Background: an optimization exercise with open tools, aiming at small area, a short achievable clock period and few clock cycles per item. Do not read the settings as production practice.
Function was checked by simulation only, so behaviour that the tests miss may differ from the original.

## flow/design.v (module list and top-level ports; edited modules follow where they fit)
// module cp2_tally: 2471 lines
module cp2_tally (
    input  wire         clk,
    input  wire         rst,
    input  wire         in_valid,
    output reg          in_ready,
    input  wire         in_meter,
    input  wire [255:0] in_rec,
    input  wire [63:0]  in_len,
    input  wire [1:0]   in_colour,
    input  wire [59:0]  in_now,
    output reg          out_valid,
    input  wire         out_ready,
    output reg  [255:0] out_rec,
    output reg  [1:0]   out_colour,
    output reg          out_bad
);
  // ...
==> flow/flow/run.sh <==
#!/bin/bash
# The standard layout, with timing repair aiming at a setup slack of 14 ns
# instead of 0 (the clock period and constraints are unchanged).
set -euo pipefail
bash standard.sh SETUP_SLACK_MARGIN=14 finish > layout.log 2>&1
==> flow/standard.sh <==
#!/bin/bash
# synth_recipe.tcl (not shown) runs the flow's synth.tcl, then flattens the netlist and writes it again
# the make line also repeats each setting of config.mk as NAME=value (left out here)
make -C /OpenROAD-flow-scripts/flow DESIGN_CONFIG=/design/flow/config.mk WORK_HOME=/design/flow/orfs CLKGATE_MAP_FILE= SYNTH_SCRIPT=/design/flow/synth_recipe.tcl "${@:-finish}"
==> flow/config.mk <==
export PLATFORM = sky130hd
export DESIGN_NAME = cp2_tally
export DESIGN_NICKNAME = cp2_tally
export VERILOG_FILES = /design/flow/design.v
export SDC_FILE = /design/flow/constraint.sdc
export NUM_CORES = 4
export LEC_CHECK = 0
export CAP_MARGIN = 20
export CORE_MARGIN = 2
export CORE_UTILIZATION = 40
export SLEW_MARGIN = 20
==> flow/constraint.sdc <==
create_clock -name core_clock -period 22.0 [get_ports {clk}]
set_input_delay 4.4000 -clock core_clock [delete_from_list [all_inputs] [get_ports {clk}]]
set_output_delay 4.4000 -clock core_clock [all_outputs]
set_load 0.01 [all_outputs]
==> impl_metrics.ini, run 1 <==
[die]
die_area_um2 = 282000
die_height_um = 531

[min_path]
worstHoldPathCells = 1

[sta]
tightest_slew_ns = 1.19
maxSlewHeadroom_pct = 20.4
whs_ns = 0.476

[finish]
fin_util_pct = 48.3
flow.area_growth_from_synthesis_pct = 20.0
nClkBuffers = 187
drive_gt1_share_pct = 10.9
seqCellArea_um2 = 31700
n_all_inverters = 1257
mostFrequentLayoutCells = inv_1, nand2_1, ha_1
multi_input_area_share_pct = 56.1
reg_top3 = out_rec (256), rec (256), len (64)
nFillCells = 25800

[detailed_routing]
drt-pass1-iter-count = 7
drtIter0Drc = 11400
top_layer = met5
drt-met1-wl_mm = 186
routed_wl_mm = 492

[yosys]
synth_top_area_share_pct = 23.6
syn_area_per_cell_um2 = 9.01
synth_seq_area_share_pct = 28.4
synthXorXnorAreaFrac_pct = 5.48
yosys-top-cells-area = edfxtp_1, fa_1, ha_1, dfxtp_1, inv_1

[critical_path]
crit_arrival_ns = 8.81
cpPeakStageDelay_ns = 0.39
ff2ff_setup_slack_ns = 13.73

[global_routing]
grt_use_met1_pct = 40.7
grt_max_degree = 102
grt_pass1_vias = 99700
grt-busiest-layer = met2

[clocking]
clkTransAtPathRegs_ns = 0.06
ctsHoldBuffers = 0
clk_latency_ns = 0.87

[run]
maxCapViolations = 0

[run_status]
outcome = complete, no violations
Testbench counts, summed over its fixed seeds: cycles 10,409, items 3,200.
==> run 2: changes to the inputs <==
--- a/flow/design.v
+++ b/flow/design.v
@@ -2081,30 +2081,25 @@
     wire        zc    = late | satc;
     wire        zp    = late | satp;
     wire        a_c   = a_c0 & ~zc;
     wire        a_p   = a_p0 & ~zp;
     wire [35:0] qcm   = zc ? {1'b0, ~late, 34'd0} : qc;
     wire [35:0] qpm   = zp ? {1'b0, ~late, 34'd0} : qp;
     wire [1:0]  icm   = zc ? 2'd0 : ic;
     wire [1:0]  ipm   = zp ? 2'd0 : ip;
-    wire [63:0] pk_sum = {1'b0, rec[62:0]} + 64'd1;
-    wire [64:0] by_sum = {1'b0, rec[127:64]} + {1'b0, len};
+    wire [127:0] crec  = hv ? rec[127:0] : in_rec[127:0];
+    wire [63:0]  clen  = hv ? len : in_len;
+    wire [63:0] pk_sum = {1'b0, crec[62:0]} + 64'd1;
+    wire [64:0] by_sum = {1'b0, crec[127:64]} + {1'b0, clen};
     wire        pk_sat = pk_sum[63];
     wire        by_sat = by_sum[64];
     wire [62:0] pk_new = pk_sat ? {63{1'b1}} : pk_sum[62:0];
     wire [63:0] by_new = by_sat ? {64{1'b1}} : by_sum[63:0];
-    wire        sat_new = rec[63] | pk_sat | by_sat;
-    wire [63:0] ipk_sum = {1'b0, in_rec[62:0]} + 64'd1;
-    wire [64:0] iby_sum = {1'b0, in_rec[127:64]} + {1'b0, in_len};
-    wire        ipk_sat = ipk_sum[63];
-    wire        iby_sat = iby_sum[64];
-    wire [62:0] ipk_new = ipk_sat ? {63{1'b1}} : ipk_sum[62:0];
-    wire [63:0] iby_new = iby_sat ? {64{1'b1}} : iby_sum[63:0];
-    wire        isat_new = in_rec[63] | ipk_sat | iby_sat;
+    wire        sat_new = crec[63] | pk_sat | by_sat;
     wire        cin_green  = (colour == 2'd0);
     wire        cin_yellow = (colour == 2'd1);
     wire        cin_red    = colour[1];
     wire        len_hi     = |len[63:32];
     wire [31:0] len_lo     = len[31:0];
     wire [35:0] wq    = tr ? qpm : qcm;
     wire [1:0]  wi    = tr ? ipm : icm;
     wire [31:0] wb    = tr ? 32'd0 : tc;
@@ -2453,17 +2448,17 @@
             end else begin
                 out_rec    <= {1'b0, aware, mode, now, tp_new, tc_new,
                                pbs, cbs, pir, cir};
                 out_colour <= col_new;
                 out_bad    <= 1'b0;
             end
         end else if (direct) begin
             if (!in_meter) begin
-                out_rec    <= {128'd0, iby_new, isat_new, ipk_new};
+                out_rec    <= {128'd0, by_new, sat_new, pk_new};
                 out_colour <= 2'd0;
                 out_bad    <= 1'b0;
             end else begin
                 out_rec    <= in_rec;
                 out_colour <= 2'd0;
                 out_bad    <= 1'b1;
             end
         end
==> run 2 against run 1 <==
Still clean on timing, DRC and antenna. Core utilization is 0.38 points lower. Synthesized area fell by 1.6%. Sequential share of layout area grew 0.61 points. Die area fell by 1.6%. Non-clock buffer count down 87. Clock-buffer cell count rose by 2. Critical path depth is 27 lower. Sequential cell count did not move. Routed wire length fell by 5.9%. Critical path type is now input port to flop. Critical endpoint is now out_rec[125]. Largest cell class unchanged.
==> impl_metrics.ini, run 2 <==
[detailed_routing]
final_antenna_net_count = 0
drtIter0Drc = 12000
drt-pass1-iter-count = 8
drt-met1-wl_mm = 181
drc = 0
wire_per_inst_um = 28.9
top_layer = met5
via_per_inst = 6.18
dr_wl_met2_mm = 204
met3_length_mm = 45.5
routed_wl_mm = 463
dr_total_vias = 99000

[yosys]
synth_seq_cells = 1138
syn_area_per_cell_um2 = 9.23
synth_area_um2 = 109000
synthArstFlopShare_pct = 0
synth_top_cell_by_area = edfxtp_1
syn_nets = 13800
synth_common_cells = inv_1, ha_1, a21oi_1
ys_warn_count = 3
ys_types = 109
syn_inst = 11800
synth_top_area_share_pct = 24.0
synth_seq_area_share_pct = 28.8
synth_most_common_cell = inv_1
yosys-top-cells-area = edfxtp_1, fa_1, ha_1, dfxtp_1, inv_1
synthFlopType = edfxtp_1
synth_edf_count = 875

[finish]
reg_top3 = out_rec (256), rec (256), len (64)
flow.area_growth_from_synthesis_pct = 18.9
nets = 14300
design_area_um2 = 130000
nFillCells = 25300
layout_commonest_cell = inv_1
mostFrequentLayoutCells = inv_1, edfxtp_1, ha_1
drive_gt1_share_pct = 11.4

[clocking]
cts_buffer_depth = 4
clkTransAtPathRegs_ns = 0.06
cts_root_buffer = clkbuf_16
cts_made_buffers = 146
h-tree-depth = 4
clock-sinks = 1138
cts_tree = built
clk_latency_ns = 0.87

[min_path]
holdCritPathClass = flop to flop

[global_routing]
grt_max_degree = 138
grt_pass1_vias = 94300
grt_usage_pct = 31.6
antenna_found_initial = 62
gr-total-overflow = 0
grt_pass1_wl_mm = 653

[critical_path]
crit_end = out_rec[125]
critPathKind = input port to flop
startpoint = in_rec[71]
path_max_fanout = 3
crit_arrival_ns = 8.89
rr_endpoint = fc[24]
critPathLaunchType = input port
end_kind = flop
worstReg2RegStart = x[45]
ff2ff_path_depth = 34
ff2ff_setup_slack_ns = 13.90
crit_required_ns = 22.60

[placement]
place_area_um2 = 119000
portBuffers = 647
hpwl_mm = 339
finalWeightedCongestion = 0.984

[sta]
setup-tns-final_ns = 0
fin_crit_ns = 8.28
hold_viol = 0
finalCritPeriodShare_pct = 37.6
finalSetupViolations = 0
maxSlewHeadroom_pct = 13.6
fmax_mhz = 121
final-max-slew-violation-count = 0
rsz0062_at_grt = yes
tightest_slew_ns = 1.29
finClkSkew_ns = 0.0846

[die]
dieWidth_um = 527
rows = 191
core_um2 = 271000
initial_core_util_pct = 40.3
die_height_um = 527
die_area_um2 = 278000
num_io_pins = 648

[run]
maxCapViolations = 0

[run_status]
outcome = complete, no violations
## run 2: metrics by stage
step / cells / utilization [%] / worst slack, ns / hold WS, ns
after floorplan: 11800 / - / 12.74 / 0.420
after global placement: 15500 / 44.0 / 11.26 / 0.427
after detailed placement: 15500 / 44.0 / 11.16 / 0.435
after CTS: 15900 / 46.9 / 13.73 / 0.446
after global routing: 16000 / 47.9 / 13.60 / 0.462
final: 16000 / 47.9 / 13.72 / 0.446
## run 2: worst min path at each step
stage / startpoint / endpoint / slack (ns) / cells after the start
2_1_floorplan: w_sc / satc / 0.42 / 1
3_3_place_gp: w_sp / satp / 0.43 / 1
3_5_place_dp: w_sp / satp / 0.43 / 1
4_1_cts: w_sp / satp / 0.45 / 1
5_1_grt: w_sp / satp / 0.46 / 1
6_report: w_sp / satp / 0.45 / 1
## run 2: metal layers
layer,global-route usage [%],up-vias
met4,18.0,56
li1,-,43700
met1,40.7,48500
met5,0,-
met2,49.3,5564
met3,6.37,1118
## run 2: repair_timing
item	in CTS	in global routing
hold buffers	0	0
setup endpoints to repair	330	221
gates resized for setup	403	325
pin swaps	109	165
setup buffers	124	100
cloned	13	25
## run 2: kinds of logic (layout without fill, tap and decap cells)
logic type	after synthesis	count (layout)	share of synthesized area, %
XOR/XNOR	597	597	4.78
multiplexers	303	303	2.98
flip-flops	1138	1138	28.8
buffers and inverters	2041	2606	7.05
other	0	20	0
AO/OA/AOI/OAI	3479	3480	21.5
AND/OR/NAND/NOR	2598	2608	11.2
adder cells (fa/ha/maj)	1691	1691	23.7
## run 2: worst max-delay path: stages
cell and delay, ns:
clkdlybuf4s50_1 0.45, mux2_4 0.30, ha_4 0.28, nand4_1 0.11
o221ai_2 0.26, a311oi_4 0.10, o31a_1 0.28, o31a_1 0.32
a2111o_1 0.45, a31oi_4 0.23, a21oi_4 0.12, o41ai_4 0.37
o211a_1 0.29, a211oi_2 0.11, o21bai_1 0.14, a21oi_1 0.10
xor2_1 0.20, a21oi_2 0.08, a221o_1 0.29
## run 2: final cells by class
type | count | area (µm²) | share of cell area (%)
antenna | 20 | 50.0 | 0.0385
clock buffer | 189 | 4080 | 3.14
clock inverter | 72 | 823 | 0.633
inverter | 1261 | 4820 | 3.70
multi-input combinational | 8679 | 72900 | 56.0
sequential | 1138 | 31700 | 24.4
tap | 3570 | 4470 | 3.44
timing repair buffer | 1084 | 11200 | 8.61
Testbench counts of run 2, summed over its fixed seeds: cycles 10,409, items 3,200.
==> run 3: changes to the inputs <==
--- a/flow/config.mk
+++ b/flow/config.mk
@@ -8,4 +8,4 @@
 export CAP_MARGIN = 20
 export CORE_MARGIN = 2
-export CORE_UTILIZATION = 40
+export CORE_UTILIZATION = 55
 export SLEW_MARGIN = 20
==> run 3 against run 2 <==
Still clean. Clock-buffer cell count is 14 lower. Synthesized area did not move. Sequential share of layout area about the same. Design area about the same. Critical path depth increased by 7. Synthesized cell count is the same. Non-clock buffer count increased by 81. Clock skew is 0.015 ns lower. Maximum frequency is 2.1% lower. Largest cell class unchanged.
==> impl_metrics.ini, run 3 <==
[min_path]
worstHoldPathCells = 1
holdCritPathClass = flop to flop
hp-start = w_sp
min_to = satp

[placement]
place_area_um2 = 118000
hpwl_mm = 327
finalWeightedCongestion = 1.02
dp_cells = 14600
portBuffers = 647

[sta]
finalSetupViolations = 0
setup-tns-final_ns = 0
maxSlewHeadroom_pct = 18.3
hold_viol = 0
final-max-slew-violation-count = 0
fmax_mhz = 118
finClkSkew_ns = 0.0695
fin_crit_ns = 8.46
tightest_slew_ns = 1.22
finalCritPeriodShare_pct = 38.5
whs_ns = 0.454
rsz0062_at_grt = yes

[global_routing]
grt_pass1_vias = 97100
grt_pass1_wl_mm = 646
grt_usage_pct = 42.8
grt_max_degree = 130
antenna_found_initial = 44
gr-total-overflow = 0

[yosys]
synthFlopType = edfxtp_1
syn_inst = 11800
synth_most_common_cell = inv_1
synth_top_area_share_pct = 24.0
synth_seq_area_share_pct = 28.8
ys_types = 109
syn_nets = 13800
yosys-top-cells-area = edfxtp_1, fa_1, ha_1, dfxtp_1, inv_1
synthArstFlopShare_pct = 0
synth_common_cells = inv_1, ha_1, a21oi_1
synth_top_cell_by_area = edfxtp_1
ys_warn_count = 3
synth_area_um2 = 109000
syn_area_per_cell_um2 = 9.23
synth_seq_cells = 1138
synth_edf_count = 875

[detailed_routing]
final_antenna_net_count = 0
via_per_inst = 6.66
routed_wl_mm = 454
drt-pass1-iter-count = 9
dr_total_vias = 101000
wire_per_inst_um = 30.0
drc = 0
drtIter0Drc = 12100

[die]
rows = 163
initial_core_util_pct = 55.4
core_um2 = 197000
die_area_um2 = 202000
dieWidth_um = 450
die_height_um = 450
num_io_pins = 648

[critical_path]
cpPeakStageDelay_ns = 0.43
path_buf_inv = 7
path_max_fanout = 9
critPathKind = input port to flop
ff2ff_setup_slack_ns = 13.63
crit_required_ns = 22.69
rr_endpoint = fc[24]
ff2ff_path_depth = 34
cp_top_family = compound AO/OA/AOI/OAI gates
crit_arrival_ns = 9.15
critPathLaunchType = input port
worstReg2RegStart = x[47]
crit_slowest_cell = o41ai_4
end_kind = flop

[clocking]
clock-sinks = 1138
cts_buffer_depth = 3
cts_root_buffer = clkbuf_16
clkTransAtPathRegs_ns = 0.06
cts_made_buffers = 136
cts_tree = built
clk_latency_ns = 0.85
h-tree-depth = 4

[run_status]
outcome = complete, no violations

[run]
maxCapViolations = 0

[finish]
flow.area_growth_from_synthesis_pct = 18.8
design_area_um2 = 130000
mostFrequentLayoutCells = inv_1, edfxtp_1, ha_1
drive_gt1_share_pct = 12.6
layout_commonest_cell = inv_1
reg_top3 = out_rec (256), rec (256), len (64)
final_cells = 15200
nets = 14300
==> run 3: cell type report <==
type / instances / area, µm²
Clock inverter: 74 / 1050
Fill cell: 16000 / 67500
Sequential cell: 1138 / 31700
Antenna cell: 40 / 100
Clock buffer: 175 / 3670
Tap cell: 2640 / 3300
Inverter: 1261 / 4830
Timing Repair Buffer: 1165 / 11900
Multi-Input combinational cell: 8674 / 73300
Timing Repair inverter: 1 / 5.00
==> run 3: worst register-to-register path, delay by kind of cell (launching register included) <==
family / cells / cell delay, ns
and+or+nand+nor: 1 / 0.12
DFF: 1 / 0.38
adders and majority gates: 9 / 3.96
xor gates and xnor gates: 11 / 2.12
AOI/OAI and AO/OA: 5 / 0.85
buffers and inverters: 8 / 0.71
==> run 3: routing by layer <==
| layer | share of wire, % | track usage [%] | routed length (µm) |
|---|---|---|---|
| met3 | 10 | 10.1 | 47400 |
| met2 | 44 | 65.7 | 199000 |
| met4 | 10 | 34.4 | 46700 |
| met1 | 35 | 51.4 | 161000 |
| met5 | 0.019 | 0 | 88 |
==> run 3: what timing repair did <==
| item | CTS | global route |
|---|---|---|
| pin swaps | 140 | 186 |
| cloned | 17 | 28 |
| endpoints found under the setup margin | 387 | 361 |
| resized for setup | 531 | 371 |
| buffers inserted | 165 | 113 |
| hold buffers | 0 | 0 |
==> run 3: cell families (layout without fill, tap and decap cells) <==
logic type / after synthesis / in the layout / synth area share (%)
AO/OA/AOI/OAI: 3479 / 3481 / 21.5
XOR/XNOR: 597 / 597 / 4.78
adder cells (fa/ha/maj): 1691 / 1691 / 23.7
buffers and inverters: 2041 / 2676 / 7.05
flip-flops: 1138 / 1138 / 28.8
multiplexers: 303 / 303 / 2.98
other: 0 / 40 / 0
AND/OR/NAND/NOR: 2598 / 2602 / 11.2
==> run 3: how the worst max path moves through the flow <==
stage / start / end / slack, ns / cells past startpoint
after floorplan: in_valid / out_bad / 12.74 / 6
after detailed placement: in_rec[64] / out_rec[122] / 11.10 / 21
final: in_rec[64] / out_rec[63] / 13.54 / 26
after global routing: x[47] / fc[24] / 13.39 / 34
after global placement: in_rec[64] / out_rec[122] / 11.11 / 21
after CTS: in_rec[64] / out_rec[63] / 13.73 / 26
==> run 3: through the flow <==
stage	setup WS [ns]	util [%]
final	13.54	65.8
after global routing	13.39	65.8
after detailed placement	11.10	60.0
after floorplan	12.74	-
after global placement	11.11	60.0
after CTS	13.73	64.2
==> run 4: changes to the inputs <==
==> flow/flow/run.sh (replaced) <==
#!/bin/bash
# The standard layout, with timing repair aiming at a setup slack of 13 ns
# instead of 0 (the clock period and constraints are unchanged).
set -euo pipefail
bash standard.sh SETUP_SLACK_MARGIN=13 finish > layout.log 2>&1
--- a/flow/config.mk
+++ b/flow/config.mk
@@ -8,4 +8,4 @@
 export CAP_MARGIN = 20
 export CORE_MARGIN = 2
-export CORE_UTILIZATION = 55
+export CORE_UTILIZATION = 40
 export SLEW_MARGIN = 20
==> run 4 against run 3 <==
Non-clock buffer count is 279 lower. Core utilization shrank 20 points. Highest routed layer unchanged. Setup slack worse by 0.41 ns. Global-route usage down 13 points. Sequential share of layout area up 0.88 points. Design area decreased by 3.7%. Clock-buffer cell count is 2 lower.
==> impl_metrics.ini, run 4 <==
[run_status]
outcome = complete, no violations

[die]
core_um2 = 271000
die_area_um2 = 278000
num_io_pins = 648
die_height_um = 527
dieWidth_um = 527
initial_core_util_pct = 40.3
rows = 191

[global_routing]
met2_usage_pct = 47.2
grt_max_degree = 118
grt_pass1_vias = 93200
grt_use_met3_pct = 5.48
grt_pass1_wl_mm = 622
grt-busiest-layer = met2
grt_usage_pct = 29.7
antenna_found_initial = 51
grt_use_met1_pct = 36.9
gr-total-overflow = 0

[critical_path]
path_max_fanout = 4
cpPeakStageDelay_ns = 0.49
critPathKind = input port to flop
path_cells = clkdlybuf4s50_1 -> mux2_2 -> ha_1 -> inv_1 -> fa_2 -> nor2b_2 -> o21ai_2 -> a21boi_4 -> o2111ai_4 -> o21ai_4 -> o211ai_1 -> a21oi_2 -> a41oi_4 -> o31ai_4 -> o21ai_4 -> o311ai_2 -> o211ai_1 -> buf_4 -> o41ai_2 -> xnor2_1 -> a21oi_1 -> a221o_1
crit_arrival_ns = 9.49
crit_required_ns = 22.61
critPathLaunchType = input port
cp_top_family = compound AO/OA/AOI/OAI gates
crit_slowest_cell = clkdlybuf4s50_1
path_buf_inv = 3
end_kind = flop

[finish]
drive_gt1_share_pct = 7.42
layout_commonest_cell = inv_1
mostFrequentLayoutCells = inv_1, ha_1, edfxtp_1
reg_top3 = out_rec (256), rec (256), len (64)
flow.area_growth_from_synthesis_pct = 14.4
fin_util_pct = 46.1
nets = 14100

[yosys]
syn_inst = 11800
synth_seq_area_share_pct = 28.8
syn_nets = 13800
synth_seq_cells = 1138
ys_warn_count = 3
synthArstFlopShare_pct = 0
ys_types = 109
yosys-top-cells-area = edfxtp_1, fa_1, ha_1, dfxtp_1, inv_1
synth_top_area_share_pct = 24.0
synthFlopType = edfxtp_1
synth_most_common_cell = inv_1
synth_edf_count = 875
synth_area_um2 = 109000
syn_area_per_cell_um2 = 9.23
synth_top_cell_by_area = edfxtp_1
synth_common_cells = inv_1, ha_1, a21oi_1

[sta]
fin_crit_ns = 8.87
finClkSkew_ns = 0.0779
hold_viol = 0
setup-tns-final_ns = 0
finalSetupViolations = 0
final-max-slew-violation-count = 0
rsz0062_at_grt = yes
maxSlewHeadroom_pct = 17.1
finalCritPeriodShare_pct = 40.3
tightest_slew_ns = 1.23
fmax_mhz = 113

[clocking]
cts_tree = built
cts_made_buffers = 143
clk_latency_ns = 0.87
cts_buffer_depth = 4
clock-sinks = 1138
ctsHoldBuffers = 0
clkTransAtPathRegs_ns = 0.06
cts_root_buffer = clkbuf_16
h-tree-depth = 4

[detailed_routing]
final_antenna_net_count = 0
drtIter0Drc = 11400
drt-pass1-iter-count = 11
wire_per_inst_um = 27.1
drc = 0
via_per_inst = 6.11
dr_total_vias = 96700
routed_wl_mm = 429

[placement]
finalWeightedCongestion = 1.04
hpwl_mm = 328
portBuffers = 647

[min_path]
holdCritPathClass = flop to flop

[run]
maxCapViolations = 0
[run 4: timing repair]
item / 4_1_cts / 5_1_grt
hold endpoints to repair: 0 / 0
pin swaps: 12 / 22
endpoints found under the setup margin: 172 / 207
cloned: 2 / 1
gates resized for setup: 75 / 109
buffers inserted: 18 / 34
[run 4: logic make-up (layout without fill, tap and decap cells)]
logic type	after synthesis	after routing	synth area share, %
AOI/OAI and AO/OA	3479	3480	21.5
xor gates and xnor gates	597	597	4.78
adders and majority gates	1691	1691	23.7
buffers and inverters	2041	2395	7.05
DFF	1138	1138	28.8
muxes	303	303	2.98
other	0	36	0
and+or+nand+nor	2598	2599	11.2
[run 4: final timing paths]
path / end / slack [ns] / cells after the start / from
min reg2reg: satp / 0.45 / 1 / w_sp
max reg2reg: x[55] / 13.16 / 24 / my[11]
max: out_rec[124] / 13.13 / 22 / in_rec[64]
min: satp / 0.45 / 1 / w_sp
[run 4: cell type report]
type,instances,area [µm²]
timing repair buffer,886,8440
clock buffer,173,3800
sequential,1138,31700
inverter,1261,4790
antenna,36,90.1
fill,25600,146000
tap,3570,4470
clock inverter,75,872
multi-input combinational,8670,71000
[run 4: stage by stage]
stage	instances	setup WS, ns	hold slack, ns	cell area [µm²]
6_report	15800	13.13	0.446	125000
5_1_grt	15800	12.92	0.464	125000
4_1_cts	15700	12.98	0.421	124000
3_5_place_dp	15500	10.28	0.436	119000
3_3_place_gp	15500	10.38	0.432	119000
2_1_floorplan	11800	12.74	0.420	109000
[run 4: layer usage]
layer | vias up | share of wire, %
met2 | 5037 | 45
li1 | 43300 | -
met3 | 998 | 8.8
met5 | - | 0.032
met4 | 22 | 7.7
met1 | 47300 | 39
[run 4: worst reg2reg max path, cell delays in order, from the launching register on]
cell	delay, ns
dfxtp_4	0.55
buf_6	0.43
buf_4	0.55
nor2_2	0.10
buf_4	0.31
a221oi_1	0.45
ha_1	0.32
fa_1	0.46
fa_1	0.40
fa_1	0.59
fa_1	0.44
ha_1	0.41
and3_1	0.26
nand3b_1	0.10
o21ai_1	0.34
a41o_1	0.34
o41a_1	0.26
a211o_1	0.23
nand2_1	0.09
o21ai_1	0.35
a31oi_1	0.32
o31a_1	0.42
a2111oi_1	0.67
nor3_1	0.11
o31ai_1	0.22
==> run 5: changes to the inputs <==
==> flow/flow/run.sh (replaced) <==
#!/bin/bash
# The standard layout, with timing repair aiming at a setup slack of 15 ns
# instead of 0 (the clock period and constraints are unchanged).
set -euo pipefail
bash standard.sh SETUP_SLACK_MARGIN=15 finish > layout.log 2>&1
==> run 5 against run 4 <==
Worst hold slack worse by 0.0069 ns. Non-clock buffer count grew 536. Synthesized area unchanged. Routed wire length rose by 12%. Critical path type is now flop to flop. Critical endpoint is now qc[11].
==> impl_metrics.ini, run 5 <==
[clocking]
h-tree-depth = 4
clkTransAtPathRegs_ns = 0.06
cts_buffer_depth = 4
cts_made_buffers = 145
cts_root_buffer = clkbuf_16
clock-sinks = 1138
cts_tree = built
ctsHoldBuffers = 0
clk_latency_ns = 0.88

[yosys]
ys_types = 109
synth_edf_count = 875
synth_top_cell_by_area = edfxtp_1
syn_inst = 11800
synthFlopType = edfxtp_1
synth_common_cells = inv_1, ha_1, a21oi_1
synthArstFlopShare_pct = 0
ys_warn_count = 3
syn_nets = 13800
synth_most_common_cell = inv_1
synth_top_area_share_pct = 24.0
synth_seq_cells = 1138
syn_area_per_cell_um2 = 9.23
synth_area_um2 = 109000
yosys-top-cells-area = edfxtp_1, fa_1, ha_1, dfxtp_1, inv_1
synth_seq_area_share_pct = 28.8

[die]
rows = 191
dieWidth_um = 527
core_um2 = 271000
initial_core_util_pct = 40.3
die_height_um = 527
num_io_pins = 648
die_area_um2 = 278000

[critical_path]
crit_slowest_cell = fa_1
path_common_cell = buf_4
path_max_fanout = 9
crit_arrival_ns = 9.00
critPathKind = flop to flop
cpPeakStageDelay_ns = 0.55
critPathLaunchType = flop
end_kind = flop
crit_required_ns = 22.61

[sta]
fin_crit_ns = 8.39
rsz0062_at_grt = yes
maxSlewHeadroom_pct = 13.7
tightest_slew_ns = 1.29
finalCritPeriodShare_pct = 38.1
finClkSkew_ns = 0.0749
setup_slack_ns = 13.61
finalSetupViolations = 0
setup-tns-final_ns = 0
fmax_mhz = 119
final-max-slew-violation-count = 0
hold_viol = 0

[global_routing]
grt_usage_pct = 33.2
grt_max_degree = 120
grt_pass1_wl_mm = 684
antenna_found_initial = 62
gr-total-overflow = 0
grt_pass1_vias = 98100

[detailed_routing]
drc = 0
routed_wl_mm = 481
dr_total_vias = 101000
wire_per_inst_um = 29.4
drtIter0Drc = 12000
via_per_inst = 6.20
final_antenna_net_count = 0
drt-pass1-iter-count = 8

[placement]
place_area_um2 = 120000
dp_slack_ns = 11.31
hpwl_mm = 337
finalWeightedCongestion = 0.991
portBuffers = 647

[run]
maxCapViolations = 0

[finish]
flow.area_growth_from_synthesis_pct = 25.0
mostFrequentLayoutCells = inv_1, edfxtp_1, ha_1
reg_top3 = out_rec (256), rec (256), len (64)
design_area_um2 = 137000
layout_commonest_cell = inv_1
drive_gt1_share_pct = 17.0
nets = 14600

[run_status]
outcome = complete, no violations

[min_path]
holdCritPathClass = flop to flop
run 5: cell types whose count changed in the layout (fill, tap and decap cells not counted), moves of 47 or more:
cell | previous run | this run
a21oi_1 | 872 | 753
a21oi_2 | 9 | 94
buf_12 | 7 | 81
buf_4 | 219 | 495
buf_6 | 7 | 117
clkdlybuf4s50_1 | 647 | 591
fa_1 | 666 | 619
fa_2 | 2 | 49
ha_1 | 898 | 833
ha_4 | 0 | 56
inv_1 | 1241 | 1178
o21ai_0 | 490 | 407
o21ai_2 | 3 | 54
run 5: metal layers:
| layer | up-vias | GRT usage [%] | share of wire [%] |
|---|---|---|---|
| met5 | - | 0 | 0.062 |
| met4 | 46 | 20.4 | 7.8 |
| met3 | 1293 | 7.80 | 10 |
| met2 | 5800 | 51.8 | 44 |
| met1 | 49900 | 41.6 | 38 |
| li1 | 44400 | - | - |
run 5: final cells by class:
cell class	count	area, µm²
fill	24600	135000
timing repair inverter	1	5.00
clock inverter	92	993
sequential	1138	31800
clock buffer	172	3790
timing repair buffer	1422	15100
tap	3570	4470
multi-input combinational	8686	75600
inverter	1261	4880
antenna	33	82.6
run 5: repair_timing:
item,4_1_cts,5_1_grt
resized for setup,1037,434
setup buffers,412,124
endpoints found under the setup margin,692,385
pin swaps,369,258
gates cloned,60,9
run 5: per-stage QoR:
stage | util, % | cells | hold slack (ns)
6_report | 50.3 | 16400 | 0.439
3_5_place_dp | 44.2 | 15500 | 0.426
3_3_place_gp | 44.2 | 15500 | 0.425
4_1_cts | 49.3 | 16200 | 0.439
2_1_floorplan | - | 11800 | 0.420
5_1_grt | 50.3 | 16400 | 0.451
run 5: worst max-delay path: cells and delay by family (launching register included):
family | cells | cell delay, ns
adder cells (fa/ha/maj) | 6 | 2.78
XOR/XNOR | 1 | 0.30
AND/OR/NAND/NOR | 2 | 0.38
buffers and inverters | 32 | 3.78
flip-flops | 1 | 0.38
AO/OA/AOI/OAI | 2 | 0.49
run 5: logic make-up (layout without fill, tap and decap cells):
group / after synthesis / after routing / synth area share, %
flops: 1138 / 1138 / 28.8
other cells: 0 / 33 / 0
compound gates: 3479 / 3482 / 21.5
fa+ha+maj: 1691 / 1691 / 23.7
simple gates: 2598 / 2613 / 11.2
mux: 303 / 303 / 2.98
xor+xnor: 597 / 597 / 4.78
buf+inv: 2041 / 2948 / 7.05
run 5: worst paths after layout:
check	cells past startpoint	slack [ns]	end	startpoint
worst max-delay path	43	13.61	qc[11]	x[59]
worst max register to register	43	13.61	qc[11]	x[59]
worst min register to register	1	0.44	satp	w_sp
worst min-delay path	1	0.44	satp	w_sp

## re-timing with driven ports
The results above use ideal ports. As a check the final layouts listed here were re-extracted and re-timed, cells and wires unchanged. Step 1, drivers: a clkbuf_16 drives clk and a buf_2 each remaining input, both assumed. Step 2 times the ports against the registers' clock, not the clock port: input delays grow and output delays shrink by t, the midpoint of the rising clock arrivals with the driver on. Three values: no drivers, after step 1, after step 2; two values: the first two.
run	t, ns	setup slack, ns	worst register clock-pin slew, ns	worst slew at a driven data input, ns
run 1	0.932	13.734 / 13.734 / 13.113	0.07 / 0.07	0.18
run 2	0.933	13.719 / 13.781 / 12.848	0.07 / 0.07	0.24
run 3	0.915	13.538 / 13.584 / 12.669	0.08 / 0.08	0.24
run 4	0.924	13.126 / 13.159 / 12.273	0.07 / 0.07	0.22
run 5	0.947	13.610 / 13.610 / 12.820	0.08 / 0.08	0.23
After both steps setup and hold are still met in every run listed. For run 2, which loses most, drivers alone change the setup slack by +0.062 ns; drivers and shift together by -0.871 ns.
